From an optimization exercise on the open Yosys and OpenROAD flow, aimed at small area, a short achievable clock period and few clock cycles per item; shortcuts taken in it are not production practice. Where RTL was checked, it was by simulation tests only, not by an equivalence proof against the original. No activity file was given, so power comes from the tool's default toggle rates.

==> module div_unit, before the edit <==
module div_unit (
    input  wire        clk,
    input  wire        rst,
    input  wire        start,
    input  wire [1:0]  op,       
    input  wire [63:0] a,        
    input  wire [63:0] b,        
    output wire        ready,
    output reg         done,
    output wire [63:0] quot,
    output wire [63:0] rem
);
    localparam S_IDLE = 3'd0, S_SIZE = 3'd1, S_ALIGN = 3'd2, S_ITER = 3'd3,
               S_FIX = 3'd4;
    reg [2:0]   state;
    reg [5:0]   count;           
    reg [64:0]  r;               
    reg [63:0]  z;               
    reg [63:0]  zm;              
    reg [64:0]  y;               
    reg         cin;             
    reg         g;               
    reg         first;           
    reg         an, bn;          
    reg         b0;              
    reg         imm;             
    reg         ovf32;           
    reg         dneg;            
    reg         qneg;            
    reg [7:0]   k;               
    wire last = (count == 6'd0);
    assign ready = (state == S_IDLE) | (state == S_FIX) | ((state == S_SIZE) & imm);
    assign quot  = z;
    assign rem   = r[63:0];
    wire        t_sgn = ~op[0];
    wire        t_w32 = op[1];
    wire [63:0] a_x  = t_w32 ? {{32{t_sgn & a[31]}}, a[31:0]} : a;
    wire [63:0] b_x  = t_w32 ? {{32{t_sgn & b[31]}}, b[31:0]} : b;
    wire        an_t = t_sgn & a_x[63];
    wire        bn_t = t_sgn & b_x[63];
    wire [63:0] s_t  = an_t ? {~a_x[62:0], 1'b1} : a_x;
    wire [63:0] u_t  = bn_t ? ~b_x : b_x;
    wire [7:0]  ga, gb;
    genvar gi;
    generate for (gi = 0; gi < 8; gi = gi + 1) begin : grp
        assign ga[gi] = |s_t[8*gi+7:8*gi];
        assign gb[gi] = |u_t[8*gi+7:8*gi];
    end endgenerate
    wire [7:0]  gsa   = ga | {1'b0, ga[7:1]} | {2'b0, ga[7:2]} | {3'b0, ga[7:3]} |
                        {4'b0, ga[7:4]} | {5'b0, ga[7:5]} | {6'b0, ga[7:6]} |
                        {7'b0, ga[7]};
    wire        b0_t  = ~|b_x;
    wire        imm_t = b0_t | |(gb & ~gsa);
    wire        ovf_t = t_w32 & t_sgn & (a_x[31:0] == 32'h80000000) &
                        (b_x[31:0] == 32'hFFFFFFFF);
    function [6:0] msb7;
        input [63:0] v;
        reg [31:0] v5; reg [15:0] v4; reg [7:0] v3; reg [3:0] v2; reg [1:0] v1;
        begin
            msb7[6] = ~|v;
            msb7[5] = |v[63:32];
            v5 = msb7[5] ? v[63:32] : v[31:0];
            msb7[4] = |v5[31:16];
            v4 = msb7[4] ? v5[31:16] : v5[15:0];
            msb7[3] = |v4[15:8];
            v3 = msb7[3] ? v4[15:8] : v4[7:0];
            msb7[2] = |v3[7:4];
            v2 = msb7[2] ? v3[7:4] : v3[3:0];
            msb7[1] = |v2[3:2];
            v1 = msb7[1] ? v2[3:2] : v2[1:0];
            msb7[0] = v1[1];
            if (msb7[6]) msb7[5:0] = 6'h3f;
        end
    endfunction
    wire [64:0] a_h  = an ? {2'b11, ~zm[63:1]} : {1'b0, zm};
    wire [6:0]  ma   = msb7(zm);
    wire [6:0]  mb   = msb7(y[63:0]);
    wire        ahi  = an & |(zm[63:1] & ~zm[62:0]);
    wire [5:0]  ks   = k[5:0] | {6{k[6]}};
    wire [64:0] ush  = {1'b0, y[63:0]} << ks;
    wire [64:0] msk  = ~({65{1'b1}} << ks);
    wire [64:0] bsh  = ush | (msk & {65{bn}});
    wire        sub  = (an == bn);            
    wire [64:0] yo   = g ? y : ~y;
    wire        co   = g ? cin : ~cin;
    wire [65:0] tc   = {r, 1'b1} + {yo, co};     
    wire [64:0] t    = tc[65:1];
    wire        t0   = ((r ^ yo) == {r[63:0] | yo[63:0], co});
    wire        tg   = dneg ? (t[64] | t0) : ~t[64];
    always @(posedge clk) begin
        if (rst) begin
            state <= S_IDLE;
            done  <= 1'b0;
        end else begin
            done <= 1'b0;
            case (state)
                S_SIZE: begin
                    if (imm) begin
                        done  <= 1'b1;
                        state <= start ? S_SIZE : S_IDLE;
                    end else begin
                        state <= S_ALIGN;
                    end
                end
                S_ALIGN: begin
                    if (k[7]) begin
                        done  <= 1'b1;
                        state <= S_IDLE;
                    end else begin
                        state <= S_ITER;
                    end
                end
                S_ITER: if (last) state <= S_FIX;
                S_FIX: begin
                    done  <= 1'b1;
                    state <= start ? S_SIZE : S_IDLE;
                end
                default: if (start) state <= S_SIZE;
            endcase
        end
    end
    always @(posedge clk) begin
        if (ready) begin
            zm    <= s_t;
            y     <= {1'b0, u_t};
            an    <= an_t;
            bn    <= bn_t;
            b0    <= b0_t;
            imm   <= imm_t;
            ovf32 <= ovf_t;
        end
        case (state)
            S_SIZE: begin
                r  <= a_h;
                z  <= {64{b0}};
                k  <= {ma[6], ma} + ~{mb[6], mb} + {7'd0, ~ahi};
            end
            S_ALIGN: begin
                zm    <= 64'hFFFFFFFFFFFFFFFF;
                y     <= (sub ^ bn) ? ~bsh : bsh;
                cin   <= sub;
                g     <= 1'b1;
                first <= 1'b1;
                dneg  <= an;
                qneg  <= (an ^ bn) | ovf32;
                count <= ks;
            end
            S_ITER: begin
                r     <= t;
                g     <= tg;
                first <= 1'b0;
                if (!first) begin
                    z  <= (g & qneg) ? {zm[62:0], 1'b1} : {z[62:0], g};
                    zm <= {zm[62:0], ~g};
                end
                if (!last) begin
                    y     <= {y[64], y[64:1]};
                    count <= count - 6'd1;
                end
            end
            S_FIX: begin
                if (!g) r <= t;
                z <= (g & qneg) ? {zm[62:0], 1'b1} : {z[62:0], g};
            end
            default: ;
        endcase
    end
endmodule
==> flow/config.mk <==
export PLATFORM = sky130hd
export DESIGN_NAME = div_unit
export DESIGN_NICKNAME = div_unit
export VERILOG_FILES = /design/flow/design.v
export SDC_FILE = /design/flow/constraint.sdc
export NUM_CORES = 4
export LEC_CHECK = 0
export CAP_MARGIN = 20
export CORE_MARGIN = 2
export CORE_UTILIZATION = 40
export SETUP_SLACK_MARGIN = 5
export SLEW_MARGIN = 20
==> flow/constraint.sdc <==
create_clock -name core_clock -period 10.0 [get_ports {clk}]
set_input_delay 2.0000 -clock core_clock [delete_from_list [all_inputs] [get_ports {clk}]]
set_output_delay 2.0000 -clock core_clock [all_outputs]
set_load 0.01 [all_outputs]
run.sh (not shown) runs the stock make flow with config.mk's settings and CLKGATE_MAP_FILE= SYNTH_SCRIPT=/design/flow/synth_recipe.tcl, a recipe that flattens the netlist after the stock synthesis.
The starting point finished with timing, DRC and antenna clean.
Testbench counts at the start, summed over its fixed seeds: cycles 231,199, ops 24,000.
Change:
--- a/flow/design.v
+++ b/flow/design.v
@@ -27,7 +27,8 @@
     reg         ovf32;           
     reg         dneg;            
     reg         qneg;            
-    reg [7:0]   k;               
+    reg [6:0]   ma, mb;          
+    reg         ahi;             
     wire last = (count == 6'd0);
     assign ready = (state == S_IDLE) | (state == S_FIX) | ((state == S_SIZE) & imm);
     assign quot  = z;
@@ -73,9 +74,7 @@
         end
     endfunction
     wire [64:0] a_h  = an ? {2'b11, ~zm[63:1]} : {1'b0, zm};
-    wire [6:0]  ma   = msb7(zm);
-    wire [6:0]  mb   = msb7(y[63:0]);
-    wire        ahi  = an & |(zm[63:1] & ~zm[62:0]);
+    wire [7:0]  k    = {ma[6], ma} + ~{mb[6], mb} + {7'd0, ~ahi};
     wire [5:0]  ks   = k[5:0] | {6{k[6]}};
     wire [64:0] ush  = {1'b0, y[63:0]} << ks;
     wire [64:0] msk  = ~({65{1'b1}} << ks);
@@ -133,7 +132,9 @@
             S_SIZE: begin
                 r  <= a_h;
                 z  <= {64{b0}};
-                k  <= {ma[6], ma} + ~{mb[6], mb} + {7'd0, ~ahi};
+                ma <= msb7(zm);
+                ahi <= an & |(zm[63:1] & ~zm[62:0]);
+                mb <= msb7(y[63:0]);
             end
             S_ALIGN: begin
                 zm    <= 64'hFFFFFFFFFFFFFFFF;
What happened:
- cell area rises by about 3%
- area after synthesis rose by 3.5%
- hold slack barely changes
- worst setup slack loses 0.0073 ns
- fmax hardly moves
- cell count increases by 2.2%
- synthesized cell count goes up by about 2.5%
- first-iteration DRC count went up by about 4%
For the second run of this note, only the layout was checked, not whether the RTL still works.

* * *

old:
RTL: one of the versions met above, not the one the previous note started from.
Size in the first run: ~290 flip-flops, ~260 I/O pins.
==> module div_unit, before the edit <==
module div_unit (
    input  wire        clk,
    input  wire        rst,
    input  wire        start,
    input  wire [1:0]  op,       
    input  wire [63:0] a,        
    input  wire [63:0] b,        
    output wire        ready,
    output reg         done,
    output wire [63:0] quot,
    output wire [63:0] rem
);
    localparam S_IDLE = 3'd0, S_SIZE = 3'd1, S_ALIGN = 3'd2, S_ITER = 3'd3,
               S_FIX = 3'd4;
    reg [2:0]   state;
    reg [5:0]   count;           
    reg [64:0]  r;               
    reg [63:0]  z;               
    reg [63:0]  zm;              
    reg [64:0]  y;               
    reg         cin;             
    reg         g;               
    reg         first;           
    reg         an, bn;          
    reg         b0;              
    reg         imm;             
    reg         ovf32;           
    reg         dneg;            
    reg         qneg;            
    reg [6:0]   ma, mb;          
    reg         ahi;             
    wire last = (count == 6'd0);
    assign ready = (state == S_IDLE) | (state == S_FIX) | ((state == S_SIZE) & imm);
    assign quot  = z;
    assign rem   = r[63:0];
    wire        t_sgn = ~op[0];
    wire        t_w32 = op[1];
    wire [63:0] a_x  = t_w32 ? {{32{t_sgn & a[31]}}, a[31:0]} : a;
    wire [63:0] b_x  = t_w32 ? {{32{t_sgn & b[31]}}, b[31:0]} : b;
    wire        an_t = t_sgn & a_x[63];
    wire        bn_t = t_sgn & b_x[63];
    wire [63:0] s_t  = an_t ? {~a_x[62:0], 1'b1} : a_x;
    wire [63:0] u_t  = bn_t ? ~b_x : b_x;
    wire [7:0]  ga, gb;
    genvar gi;
    generate for (gi = 0; gi < 8; gi = gi + 1) begin : grp
        assign ga[gi] = |s_t[8*gi+7:8*gi];
        assign gb[gi] = |u_t[8*gi+7:8*gi];
    end endgenerate
    wire [7:0]  gsa   = ga | {1'b0, ga[7:1]} | {2'b0, ga[7:2]} | {3'b0, ga[7:3]} |
                        {4'b0, ga[7:4]} | {5'b0, ga[7:5]} | {6'b0, ga[7:6]} |
                        {7'b0, ga[7]};
    wire        b0_t  = ~|b_x;
    wire        imm_t = b0_t | |(gb & ~gsa);
    wire        ovf_t = t_w32 & t_sgn & (a_x[31:0] == 32'h80000000) &
                        (b_x[31:0] == 32'hFFFFFFFF);
    function [6:0] msb7;
        input [63:0] v;
        reg [31:0] v5; reg [15:0] v4; reg [7:0] v3; reg [3:0] v2; reg [1:0] v1;
        begin
            msb7[6] = ~|v;
            msb7[5] = |v[63:32];
            v5 = msb7[5] ? v[63:32] : v[31:0];
            msb7[4] = |v5[31:16];
            v4 = msb7[4] ? v5[31:16] : v5[15:0];
            msb7[3] = |v4[15:8];
            v3 = msb7[3] ? v4[15:8] : v4[7:0];
            msb7[2] = |v3[7:4];
            v2 = msb7[2] ? v3[7:4] : v3[3:0];
            msb7[1] = |v2[3:2];
            v1 = msb7[1] ? v2[3:2] : v2[1:0];
            msb7[0] = v1[1];
            if (msb7[6]) msb7[5:0] = 6'h3f;
        end
    endfunction
    wire [64:0] a_h  = an ? {2'b11, ~zm[63:1]} : {1'b0, zm};
    wire [7:0]  k    = {ma[6], ma} + ~{mb[6], mb} + {7'd0, ~ahi};
    wire [5:0]  ks   = k[5:0] | {6{k[6]}};
    wire [64:0] ush  = {1'b0, y[63:0]} << ks;
    wire [64:0] msk  = ~({65{1'b1}} << ks);
    wire [64:0] bsh  = ush | (msk & {65{bn}});
    wire        sub  = (an == bn);            
    wire [64:0] yo   = g ? y : ~y;
    wire        co   = g ? cin : ~cin;
    wire [65:0] tc   = {r, 1'b1} + {yo, co};     
    wire [64:0] t    = tc[65:1];
    wire        t0   = ((r ^ yo) == {r[63:0] | yo[63:0], co});
    wire        tg   = dneg ? (t[64] | t0) : ~t[64];
    always @(posedge clk) begin
        if (rst) begin
            state <= S_IDLE;
            done  <= 1'b0;
        end else begin
            done <= 1'b0;
            case (state)
                S_SIZE: begin
                    if (imm) begin
                        done  <= 1'b1;
                        state <= start ? S_SIZE : S_IDLE;
                    end else begin
                        state <= S_ALIGN;
                    end
                end
                S_ALIGN: begin
                    if (k[7]) begin
                        done  <= 1'b1;
                        state <= S_IDLE;
                    end else begin
                        state <= S_ITER;
                    end
                end
                S_ITER: if (last) state <= S_FIX;
                S_FIX: begin
                    done  <= 1'b1;
                    state <= start ? S_SIZE : S_IDLE;
                end
                default: if (start) state <= S_SIZE;
            endcase
        end
    end
    always @(posedge clk) begin
        if (ready) begin
            zm    <= s_t;
            y     <= {1'b0, u_t};
            an    <= an_t;
            bn    <= bn_t;
            b0    <= b0_t;
            imm   <= imm_t;
            ovf32 <= ovf_t;
        end
        case (state)
            S_SIZE: begin
                r  <= a_h;
                z  <= {64{b0}};
                ma <= msb7(zm);
                ahi <= an & |(zm[63:1] & ~zm[62:0]);
                mb <= msb7(y[63:0]);
            end
            S_ALIGN: begin
                zm    <= 64'hFFFFFFFFFFFFFFFF;
                y     <= (sub ^ bn) ? ~bsh : bsh;
                cin   <= sub;
                g     <= 1'b1;
                first <= 1'b1;
                dneg  <= an;
                qneg  <= (an ^ bn) | ovf32;
                count <= ks;
            end
            S_ITER: begin
                r     <= t;
                g     <= tg;
                first <= 1'b0;
                if (!first) begin
                    z  <= (g & qneg) ? {zm[62:0], 1'b1} : {z[62:0], g};
                    zm <= {zm[62:0], ~g};
                end
                if (!last) begin
                    y     <= {y[64], y[64:1]};
                    count <= count - 6'd1;
                end
            end
            S_FIX: begin
                if (!g) r <= t;
                z <= (g & qneg) ? {zm[62:0], 1'b1} : {z[62:0], g};
            end
            default: ;
        endcase
    end
endmodule
export LEC_CHECK = 0
export CAP_MARGIN = 20
export CORE_MARGIN = 2
export CORE_UTILIZATION = 40
export SETUP_SLACK_MARGIN = 5
export SLEW_MARGIN = 20
create_clock -name core_clock -period 10.0 [get_ports {clk}]
standard.sh (not shown) runs the stock make flow with config.mk's settings and CLKGATE_MAP_FILE= SYNTH_SCRIPT=/design/flow/synth_recipe.tcl, a recipe that flattens the netlist after the stock synthesis.
==> flow/flow/run.sh <==
#!/bin/bash
bash standard.sh SETUP_SLACK_MARGIN=6 finish > standard.log 2>&1
For new, these inputs were changed with respect to old:
--- a/flow/design.v
+++ b/flow/design.v
@@ -27,8 +27,7 @@
     reg         ovf32;           
     reg         dneg;            
     reg         qneg;            
-    reg [6:0]   ma, mb;          
-    reg         ahi;             
+    reg [7:0]   k;               
     wire last = (count == 6'd0);
     assign ready = (state == S_IDLE) | (state == S_FIX) | ((state == S_SIZE) & imm);
     assign quot  = z;
@@ -74,7 +73,9 @@
         end
     endfunction
     wire [64:0] a_h  = an ? {2'b11, ~zm[63:1]} : {1'b0, zm};
-    wire [7:0]  k    = {ma[6], ma} + ~{mb[6], mb} + {7'd0, ~ahi};
+    wire [6:0]  ma   = msb7(zm);
+    wire [6:0]  mb   = msb7(y[63:0]);
+    wire        ahi  = an & |(zm[63:1] & ~zm[62:0]);
     wire [5:0]  ks   = k[5:0] | {6{k[6]}};
     wire [64:0] ush  = {1'b0, y[63:0]} << ks;
     wire [64:0] msk  = ~({65{1'b1}} << ks);
@@ -132,9 +133,7 @@
             S_SIZE: begin
                 r  <= a_h;
                 z  <= {64{b0}};
-                ma <= msb7(zm);
-                ahi <= an & |(zm[63:1] & ~zm[62:0]);
-                mb <= msb7(y[63:0]);
+                k  <= {ma[6], ma} + ~{mb[6], mb} + {7'd0, ~ahi};
             end
             S_ALIGN: begin
                 zm    <= 64'hFFFFFFFFFFFFFFFF;
## What came out
First element of the critical path = zm[36]: new; first element of the critical path = ma[0]: old. Delta (new minus old): met2 track utilization from global routing increased 0.92 points, fraction of synthesized cell area in xor and xnor cells increased 0.65 points, combined area of the multi-input logic cells decreased 2100 um^2, global placer's final weighted congestion increased about 0.66%. Looking only at highest cell delay on the worst timing path, and setting everything else aside, the higher value of old and new goes to new. In the tables for old and new, overall power reads lower with new. Of the two values seen for end of the critical path, k[6] was produced by new and y[33] by old. Diff old -> new: sequential share of layout area saw an increase, placement-stage cell area saw a decrease.
Testbench counts of new, summed over its fixed seeds: cycles 231,199, ops 24,000.
The RTL of old was laid out without a check of its function.

## afterwards: timing with drivers on the ports
How much do the figures lean on ideal ports? The routed layouts below were timed once more, with nothing changed but the port constraints. Step 1, drivers: a clkbuf_16 drives clk and a buf_2 each remaining input, both assumed. Step 2 times the ports against the registers' clock, not the clock port: input delays grow and output delays shrink by t, the midpoint of the rising clock arrivals with the driver on. Three values: no drivers, after step 1, after step 2; two values: the first two.
run | shift t [ns] | setup slack, ns | worst data-port slew with drivers (ns)
the first run of note 1 | 0.662 | 5.085 / 5.085 / 4.647 | 0.07
the second run of note 1 | 0.651 | 5.078 / 5.078 / 4.730 | 0.10
old | 0.663 | 5.682 / 5.682 / 5.469 | 0.16
new | 0.663 | 5.527 / 5.527 / 5.429 | 0.09
After both steps setup and hold are still met in every run listed. The setup slack of the first run of note 1, which loses most, moves by 0.000 ns with the drivers and by -0.438 ns with both steps.
